What follows belongs to an exercise in optimizing a design on an open flow for small area; a production flow would make more cautious choices.
Where RTL was checked, it was by simulation tests only, not by an equivalence proof against the original.
Power figures rest on the tool's default switching activity, not on a simulated workload. No driver is modelled on the clock port, so clocking that relies on it looks cheaper here than on a real chip.

onyx:
==> flow/design.v (excerpt) <==
module zoom_hb (
  input  wire               clk,
  input  wire               rst,         
  input  wire [1:0]         n_hb,        
  input  wire               in_valid,
  input  wire signed [23:0] in_re,
  input  wire signed [23:0] in_im,
  output reg                out_valid,
  output wire signed [27:0] out_re,
  output wire signed [27:0] out_im
);
clock: 20.0 ns
lec_check: 0
cap_margin: 20
core_margin: 2
core_utilization: 40
cts_buf_list: sky130_fd_sc_hd__clkbuf_4
slew_margin: 20
run.sh (not shown) runs the stock make flow with config.mk's settings and CLKGATE_MAP_FILE= SYNTH_SCRIPT=/design/flow/synth_recipe.tcl, a recipe that flattens the netlist after the stock synthesis.
onyx: PASS, flow complete, no timing, DRC or antenna violations
What yarrow does differently from onyx at the input level:
- CTS_BUF_LIST changed from sky130_fd_sc_hd__clkbuf_4 to sky130_fd_sc_hd__clkbuf_16
- CTS_CLUSTER_DIAMETER newly set to 70
- CTS_CLUSTER_SIZE newly set to 28
- CORE_UTILIZATION changed from 40 to 60
[summary]
- Clock group share of total power (lower): yarrow
- Comparing onyx and yarrow, number of non-clock buffers in the layout is higher on onyx.
- Count of placed standard cells in the final layout, fillers left out, onyx and yarrow: smaller value in yarrow
- Sort onyx and yarrow by row count, ascending, and yarrow comes first.
- Summary of yarrow over onyx: non-clock buffering overhead in the final layout now sits at about the same level; clock edge transition at the registers on the reported setup and hold paths now sits higher.
- | synthesized area | yarrow vs onyx | ≈ equal |
Edits applied to the flow inputs when going from yarrow to sierra:
- CTS_CLUSTER_DIAMETER: 70 -> unset
- CORE_UTILIZATION: 60 -> 40
- CTS_BUF_LIST: sky130_fd_sc_hd__clkbuf_16 -> sky130_fd_sc_hd__clkbuf_8
- CTS_CLUSTER_SIZE: 28 -> unset
--- outcome ---
- Changes observed in sierra relative to yarrow: clock transition at the registers of the reported paths moved down; initial core utilization went down.
- From yarrow to sierra the numbers moved as follows: number of cells on the critical path higher; register fraction of the total cell area lower.
No functional check of the RTL was part of any run of this note.

========
zoom_hb, a different RTL version from the one above (not shown whole).
Size: about 2600 flip-flops, roughly 110 I/O pins, ~60000 sq um of cells after synthesis.
clock: 20.0 ns
lec_check: 0
cap_margin: 20
core_margin: 2
core_utilization: 50
slew_margin: 20
standard.sh (not shown) runs the stock make flow with config.mk's settings and CLKGATE_MAP_FILE= SYNTH_SCRIPT=/design/flow/synth_recipe.tcl, a recipe that flattens the netlist after the stock synthesis.
==> flow/flow/run.sh <==
#!/bin/bash
# Layout flow: the standard flow (standard.sh, unchanged synthesis), with
# changes to how the layout is made:
#  - the clock tree is built without dummy loads, with larger sink clusters;
#  - the ports are buffered with buf_1 instead of the default buffer;
#  - the buffers ABC put in during synthesis are removed at floorplan (the
#    placement's repair puts back what the loads need).
# make's full output goes to run_standard.log in this folder; ORFS keeps each
# tool's own log under orfs/logs/.
set -euo pipefail
cd "$(dirname "$0")/.."
bash standard.sh \
  "CTS_ARGS=-sink_clustering_enable -repair_clock_nets -dont_use_dummy_load -sink_clustering_size 20 -sink_clustering_max_diameter 50 -buf_list sky130_fd_sc_hd__clkbuf_8" \
  "BUFFER_PORTS_ARGS=-buffer_cell sky130_fd_sc_hd__buf_1" REMOVE_ABC_BUFFERS=1 \
  finish > run_standard.log 2>&1
==> next run, changes <==
Settings changed: CORE_UTILIZATION 50 to 60.
- design area decreases by 0.65%
- fmax decreases by 1.7%
- global-route usage increases by 3.1 points
- sequential share of layout area increases by 0.54 points
- sequential power barely changes
- total power stays flat
- worst setup slack loses 200 ps
- die area decreases by 16%
- clock-buffer cell count stays the same
==> next run, changes <==
Settings changed: ABC_AREA set to 1.
Fmax increases by a little under a tenth.
Clock-buffer cell count came out lower by 3.
Hold slack is better by 17 ps.
Synthesized cell count came out higher by a little under a tenth.
==> next run, changes <==
--- a/flow/flow/run.sh
+++ b/flow/flow/run.sh
@@ -12,3 +12,3 @@
 bash standard.sh \
-  "CTS_ARGS=-sink_clustering_enable -repair_clock_nets -dont_use_dummy_load -sink_clustering_size 20 -sink_clustering_max_diameter 50 -buf_list sky130_fd_sc_hd__clkbuf_8" \
+  "CTS_ARGS=-sink_clustering_enable -repair_clock_nets -dont_use_dummy_load -sink_clustering_size 21 -sink_clustering_max_diameter 45 -buf_list sky130_fd_sc_hd__clkbuf_8" \
   "BUFFER_PORTS_ARGS=-buffer_cell sky130_fd_sc_hd__buf_1" REMOVE_ABC_BUFFERS=1 \
Settings changed: ABC_AREA 1 to unset.
The new run finished with timing, DRC and antenna clean.
Synthesized area barely changes.
Die area hardly moves.
Maximum frequency shrinks by 7.2%.
Count of clock-buffer cells in the layout grows by 12.
Total power grows by 0.83%.
Global-route usage grows by 0.17 points.
Critical path depth shrinks by 8.
Synthesized cell count shrinks by 7.1%.
Sequential share of layout area shrinks by 0.10 points.
==> next run, changes <==
--- a/flow/flow/run.sh
+++ b/flow/flow/run.sh
@@ -12,3 +12,3 @@
 bash standard.sh \
-  "CTS_ARGS=-sink_clustering_enable -repair_clock_nets -dont_use_dummy_load -sink_clustering_size 21 -sink_clustering_max_diameter 45 -buf_list sky130_fd_sc_hd__clkbuf_8" \
+  "CTS_ARGS=-sink_clustering_enable -repair_clock_nets -dont_use_dummy_load -sink_clustering_size 20 -sink_clustering_max_diameter 50 -buf_list {sky130_fd_sc_hd__clkbuf_4 sky130_fd_sc_hd__clkbuf_8}" \
   "BUFFER_PORTS_ARGS=-buffer_cell sky130_fd_sc_hd__buf_1" REMOVE_ABC_BUFFERS=1 \
What happened: Power went down by 0.55%; fmax stays flat; global-route usage stays flat; wire length barely changes; clock skew decreases by 5.3 ps; via count hardly moves; combinational power stays flat; count of clock-buffer cells in the layout goes down by 9; sequential share of layout area grows by 0.15 points; setup slack is better by 30 ps.

========
zoom_hb, a different RTL version from the one above (not shown whole).
For scale: about 3900 cells after synthesis, about 2600 flip-flops, ~110 I/O pins, about 62000 um2 of cells after synthesis.
clock: 20.0 ns
lec_check: 0
cap_margin: 20
core_margin: 2
core_utilization: 70
slew_margin: 20
==> flow/flow/run.sh <==
#!/bin/bash
# Layout flow: the standard flow (standard.sh, unchanged synthesis), with
# changes to how the layout is made:
#  - the clock tree is built without dummy loads, with larger sink clusters;
#  - the ports are buffered with buf_1 instead of the default buffer;
#  - the buffers ABC put in during synthesis are removed at floorplan (the
#    placement's repair puts back what the loads need).
# make's full output goes to run_standard.log in this folder; ORFS keeps each
# tool's own log under orfs/logs/.
set -euo pipefail
cd "$(dirname "$0")/.."
bash standard.sh \
  "CTS_ARGS=-sink_clustering_enable -repair_clock_nets -dont_use_dummy_load -sink_clustering_size 30 -sink_clustering_max_diameter 80 -buf_list sky130_fd_sc_hd__clkbuf_16" \
  "BUFFER_PORTS_ARGS=-buffer_cell sky130_fd_sc_hd__buf_1" REMOVE_ABC_BUFFERS=1 \
  finish > run_standard.log 2>&1
Rerun with:
==> flow/run.sh (new file) <==
#!/bin/bash
# synth_recipe.tcl (not shown) runs the flow's synth.tcl, then flattens the netlist and writes it again
# the make line also repeats each setting of config.mk as NAME=value (left out here)
make -C /OpenROAD-flow-scripts/flow DESIGN_CONFIG=/design/flow/config.mk WORK_HOME=/design/flow/orfs CLKGATE_MAP_FILE= SYNTH_SCRIPT=/design/flow/synth_recipe.tcl finish
CORE_UTILIZATION = 60   (was 70)
CTS_BUF_LIST = sky130_fd_sc_hd__clkbuf_16   (was default)
CTS_CLUSTER_DIAMETER = 70   (was default)
CTS_CLUSTER_SIZE = 28   (was default)
removed: flow/flow/run.sh
removed: flow/standard.sh
Effect: Final cell count rose by 4.8%; setup slack got worse by 70 ps; global-route usage fell by 5.6 points; flip-flop and latch count does not change; synthesized cell count does not change; worst hold slack improved by 18 ps; die area rose by 16%; first-iteration DRC count fell by 11%; final area rose by 2.6%; wire length fell by 12%.
Rerun with:
==> flow/flow/run.sh (new file) <==
#!/bin/bash
# Layout flow: the standard flow (standard.sh, unchanged synthesis), with
# two changes to how the layout is made:
#  - the clock tree is built without dummy loads, from clkbuf_16 buffers that
#    each drive a cluster of up to 28 flip-flops;
#  - the ports are buffered with buf_1 instead of the default buffer.
# make's full output goes to run_standard.log in this folder; ORFS keeps each
# tool's own log under orfs/logs/.
set -euo pipefail
cd "$(dirname "$0")/.."
bash standard.sh \
  "CTS_ARGS=-sink_clustering_enable -repair_clock_nets -dont_use_dummy_load -sink_clustering_size 28 -sink_clustering_max_diameter 70 -buf_list sky130_fd_sc_hd__clkbuf_16" \
  "BUFFER_PORTS_ARGS=-buffer_cell sky130_fd_sc_hd__buf_1" \
  finish > run_standard.log 2>&1
==> flow/standard.sh (new file) <==
#!/bin/bash
# synth_recipe.tcl (not shown) runs the flow's synth.tcl, then flattens the netlist and writes it again
# the make line also repeats each setting of config.mk as NAME=value (left out here)
make -C /OpenROAD-flow-scripts/flow DESIGN_CONFIG=/design/flow/config.mk WORK_HOME=/design/flow/orfs CLKGATE_MAP_FILE= SYNTH_SCRIPT=/design/flow/synth_recipe.tcl "${@:-finish}"
removed: flow/run.sh
After rerunning:
- The new run finished with timing, DRC and antenna clean
- core utilization fell by 1.2 points
- maximum frequency barely changes
- clock power fell by about 7%
- worst setup slack loses 34 ps
- wire length falls by 1.3%
- cell count decreases by 0.63%
- combinational power decreases by 12%
- die area stays the same
Rerun with:
==> flow/flow/run.sh (replaced) <==
#!/bin/bash
# Layout flow: the standard flow (standard.sh, unchanged synthesis), with
# changes to how the layout is made:
#  - the clock tree is built without dummy loads, with larger sink clusters;
#  - the ports are buffered with buf_1 instead of the default buffer;
#  - the buffers ABC put in during synthesis are removed at floorplan (the
#    placement's repair puts back what the loads need).
# make's full output goes to run_standard.log in this folder; ORFS keeps each
# tool's own log under orfs/logs/.
set -euo pipefail
cd "$(dirname "$0")/.."
bash standard.sh \
  "CTS_ARGS=-sink_clustering_enable -repair_clock_nets -dont_use_dummy_load -sink_clustering_size 36 -sink_clustering_max_diameter 100 -buf_list sky130_fd_sc_hd__clkbuf_16" \
  "BUFFER_PORTS_ARGS=-buffer_cell sky130_fd_sc_hd__buf_1" REMOVE_ABC_BUFFERS=1 \
  finish > run_standard.log 2>&1
CORE_UTILIZATION = 70   (was 60)
CTS_BUF_LIST = default   (was sky130_fd_sc_hd__clkbuf_16)
CTS_CLUSTER_DIAMETER = default   (was 70)
CTS_CLUSTER_SIZE = default   (was 28)
Total power is lower by a few percent. Non-clock buffer count is higher by 2. Cell area is lower slightly. Sequential cell count is unchanged. Worst hold slack hardly moves. Synthesized cell count is unchanged. Routed wire length is higher by roughly a tenth. Register-to-register slack gains 20 ps.

==> port drivers added, routing unchanged <==
No port has a modelled driver above. Below, the same layouts with a new extraction and two added sets of constraints.
Step 1, drivers: a clkbuf_16 drives clk and a buf_2 each remaining input, both assumed.
Step 2 also shifts input and output timing later by t, the mid clock arrival at the registers, as if the neighbouring blocks saw the same clock.
Slacks: no drivers / after step 1 / after step 2; pairs: no drivers / after step 1.
run	t (ns)	slack for setup (ns)	worst setup path after step 2	worst slew at a driven data input, ns	cell pins on the clock port's net
onyx	1.280	8.601 / 8.601 / 8.601	register to register	0.20	1
yarrow	0.780	8.620 / 8.620 / 8.620	register to register	0.07	1
sierra	1.030	8.575 / 8.575 / 8.575	register to register	0.20	1
the first run of note 2	0.855	8.626 / 8.626 / 8.626	register to register	0.17	1
the second run of note 2	0.863	8.428 / 8.428 / 8.428	register to register	0.14	1
the third run of note 2	0.880	9.231 / 9.231 / 9.231	register to register	0.13	1
the fourth run of note 2	0.862	8.398 / 8.398 / 8.398	register to register	0.14	1
the fifth run of note 2	0.863	8.428 / 8.428 / 8.428	register to register	0.14	1
the first run of note 3	0.720	8.060 / 8.060 / 8.060	register to register	0.17	1
the second run of note 3	0.775	7.989 / 7.989 / 7.989	register to register	0.18	1
the third run of note 3	0.733	7.955 / 7.955 / 7.955	register to register	0.17	1
the fourth run of note 3	0.721	7.979 / 7.979 / 7.979	register to register	0.18	1
After both steps setup and hold are still met in every run listed.
